This design comes from an exercise in tuning for small area, a short achievable clock period and few clock cycles per item on the open sky130 flow, not from production work.
In this exercise RTL edits were held to simulation tests only and were not proved equivalent to the original.

Design mpg_plan, start of the top module:
module mpg_plan (
    input             clk,
    input             rst,
    input             start,
    input             setpos,
    input      [31:0] target,
    input      [31:0] cmd,
    input      [31:0] vstart,
    input      [31:0] a1,
    input      [31:0] vswitch,
    input      [31:0] a2,
    input      [31:0] vmax,
    input      [31:0] d2,
    input      [31:0] d1,
    input      [31:0] vstop,
    input      [31:0] soft_min,
    input      [31:0] soft_max,
    output            ready,
    output reg        done,
    output     [31:0] pos_o,
    output     [31:0] vel_o,
    output     [31:0] frac_o,
    output     [31:0] acc_o,
    output     [31:0] vlim_o,
    output     [31:0] flags_o,
    output     [31:0] dist_o,
    output            sat_o
);
For scale: roughly 18,000 cells after synthesis, roughly 620 I/O pins, ~150,000 sq um of cells after synthesis.
clock: 20.0 ns
lec_check: 0
cap_margin: 20
core_margin: 2
core_utilization: 25
place_density: 0.45
slew_margin: 20
run.sh (not shown) runs the stock make flow with config.mk's settings and CLKGATE_MAP_FILE= SYNTH_SCRIPT=/design/flow/synth_recipe.tcl, a recipe that flattens the netlist after the stock synthesis.
The starting point went through all stages and came out clean.
Testbench counts at the start, summed over its fixed seeds: cycles 74,244, frames 24,000.
Next try:
--- a/flow/design.v
+++ b/flow/design.v
@@ -162,20 +162,14 @@
     wire        t_lo = tgt_f < smin_f;
     wire        t_hi = tgt_f > smax_f;
     wire [31:0] plan_t = !clamp_on ? r_tgt : t_lo ? r_smin : t_hi ? r_smax : r_tgt;
     wire        tgt_clamp = clamp_on && (t_lo || t_hi);
     wire        pp_tgt = (r_sel == 3'd1);
     wire [31:0] pt     = pp_tgt ? plan_t : lim_t;
-    wire        fr_nz  = (frac != 24'd0);
-    wire [31:0] pd_tg  = r_tgt - pos_w - {31'd0, fr_nz};
-    wire [31:0] pd_mn  = r_smin - pos_w - {31'd0, fr_nz};
-    wire [31:0] pd_mx  = r_smax - pos_w - {31'd0, fr_nz};
-    wire [31:0] pd_hi  = pp_tgt ? (!clamp_on ? pd_tg : t_lo ? pd_mn : t_hi ? pd_mx : pd_tg) :
-                                  (ss_neg ? pd_mn : pd_mx);
-    wire [55:0] pd     = {pd_hi, 24'd0 - frac};
-    wire        pd_zero = !fr_nz && (pd_hi == 32'd0);
+    wire [55:0] pd     = {pt, 24'd0} - p;
+    wire        pd_zero = (pd == 56'd0);
     wire        pd_neg  = pd[55];
     wire        dl_out  = pd_zero || (ss_neg ? !pd_neg : pd_neg);
     wire        w_same  = !w_in_zero && (w_sgn == ss_neg);
     wire        vp_wz  = w_in_zero || (r_soft && dl_out && w_same);
     wire        vp_wn  = !vp_wz && w_sgn;
     wire        vp_neg = v_zero ? vp_wn : v_neg;
@@ -324,16 +318,15 @@
     wire [35:0] ret_top  = (jret == 2'd1) ? cand_acc : cand_cru;
     reg         spec;
     wire        cmp_a   = (st == S_CMP) && (jsel == 2'd1);
     wire        ok_a    = spec || ok_acc || cmp_a;
     wire        pp_zero = rest_r || arr_r;
     wire [35:0] pp_un  = pp_zero ? 36'd0 : ok_a ? cand_acc : ok_cru ? cand_cru : cand_alt;
-    wire        le_acc_c = (cand_acc <= vp_un);
     reg         le_acc, le_cru, le_alt;
     always @(posedge clk) begin
-        le_acc <= le_acc_c;
+        le_acc <= (cand_acc <= vp_un);
         le_cru <= (cand_cru <= vp_un);
         le_alt <= (cand_alt <= vp_un);
     end
     wire        sp_le  = pp_zero || (ok_a ? le_acc : ok_cru ? le_cru : le_alt);
     wire        sp_pos = !ssz_r && sp_le;
     wire        pp_sel = !r_freeze && (r_sel == 3'd1 || (softv && sp_pos));
@@ -376,16 +369,14 @@
     wire [37:0] dv    = (vneg ? ~un38 : un38) + ~{{2{v[35]}}, v} + {36'd0, vneg, !vneg};
     wire        dv_hi = !dv[37] && (dv[36:31] != 6'd0);
     wire        dv_lo = dv[37] && (dv[36:31] != 6'h3F);
     wire        dv_pos = !dv[37] && (dv != 38'd0);
     wire [31:0] acc_w = dv_hi ? 32'h7FFF_FFFF : dv_lo ? 32'h8000_0000 : dv[31:0];
     wire        rnd   = (un[7:0] != 8'd0) && (dv_pos != vneg);
-    wire [31:0] lim_b = {4'd0, un[35:8]} ^ {32{vneg}};
-    wire [31:0] lim_0 = lim_b + {31'd0, vneg};
-    wire [31:0] lim_1 = lim_b + {31'd0, !vneg};
-    wire [31:0] lim_w = frz ? 32'd0 : rnd ? lim_1 : lim_0;
+    wire [31:0] lim_w = frz ? 32'd0 :
+                        ({4'd0, un[35:8]} ^ {32{vneg}}) + {31'd0, vneg ^ rnd};
     wire [36:0] nb37  = {1'b0, un} ^ {37{vneg}};
     wire        hcar  = (v[0] & nb37[0]) | (v[0] & vneg) | (nb37[0] & vneg);
     wire [55:0] p_adv = p + {{21{v[35]}}, v[35:1]} + {{20{nb37[36]}}, nb37[36:1]} +
                         {55'd0, hcar};
     wire [31:0] st_c  = frz ? pos_w : pt;
     wire [55:0] p_nx  = snap ? {st_c, 24'd0} : p_adv;
@@ -464,24 +455,24 @@
                     end
                     if (skip_pre) begin
                         ok_acc <= 1'b0;
                         ok_cru <= 1'b0;
                         jsel   <= 2'd1;
                         top    <= acc_c;
-                        spec   <= need_pp;
+                        spec   <= need_pp && !softv;
                         st     <= need_pp ? S_SETUP : wait_pp ? S_WAIT : S_PLAN;
                     end else
                         st <= S_PRE;
                 end
             end
             S_PRE: begin
                 ok_acc <= 1'b0;
                 ok_cru <= 1'b0;
                 jsel   <= 2'd1;
                 top    <= acc_c;
-                spec   <= need_pp;
+                spec   <= need_pp && !softv;
                 st     <= need_pp ? S_SETUP : wait_pp ? S_WAIT : S_PLAN;
             end
             S_SETUP: begin
                 spec <= 1'b0;
                 jhi  <= s_hi;
                 t1   <= s_t1;
@@ -498,13 +489,13 @@
                     tw0_ok  <= 1'b1;
                     jsel    <= jret;
                     top     <= ret_top;
                 end else if (jsel != 2'd0 && (!s_jv || s_hit)) begin
                     if (jsel == 2'd1) begin
                         ok_acc <= ok_c;
-                        if (ok_c && spec && (!softv || le_acc == le_acc_c)) begin
+                        if (ok_c && spec) begin
                             p    <= p_nx;
                             v    <= v_nx;
                             u    <= u_nx;
                             done <= 1'b1;
                             st   <= S_IDLE;
                         end else if (!ok_c && need_cru) begin
=> Register-to-register slack gains 0.64 ns. Clock skew grows by 0.021 ns. Utilization hardly moves. Wire length goes down by a few percent. Clock-buffer cell count falls by 8. Setup slack improves by 0.64 ns. Critical path depth drops by 9. Non-clock buffer count drops by 44. Cell area falls by a few percent. First-iteration DRC count is lower by a few percent. Maximum frequency came out higher by a few percent.
Testbench counts after the change, summed over its fixed seeds: cycles 78,024, frames 24,000.

==> what the ideal ports hide <==
No port has a modelled driver above. Below, the same layouts with a new extraction and two added sets of constraints.
Step 1: set_driving_cell puts a clkbuf_16 on clk and a buf_2 on each other input, an assumption about the parent block.
Step 2 times the ports against the registers' clock, not the clock port: input delays grow and output delays shrink by t, the midpoint of the rising clock arrivals with the driver on.
Three values: ideal, step 1, step 2; two values: the first two.
| run | t (ns) | slack for setup (ns) | hold WS [ns] | worst setup path at the end | latest minus earliest clock arrival (ns) |
|---|---|---|---|---|---|
| the first run | 1.073 | 6.967 / 6.967 / 6.967 | 0.454 / 0.454 / 0.454 | register to register | 0.117 / 0.116 |
| the second run | 1.062 | 7.602 / 7.602 / 7.602 | 0.470 / 0.470 / 0.470 | register to register | 0.149 / 0.148 |
After both steps every run listed still meets setup and hold.
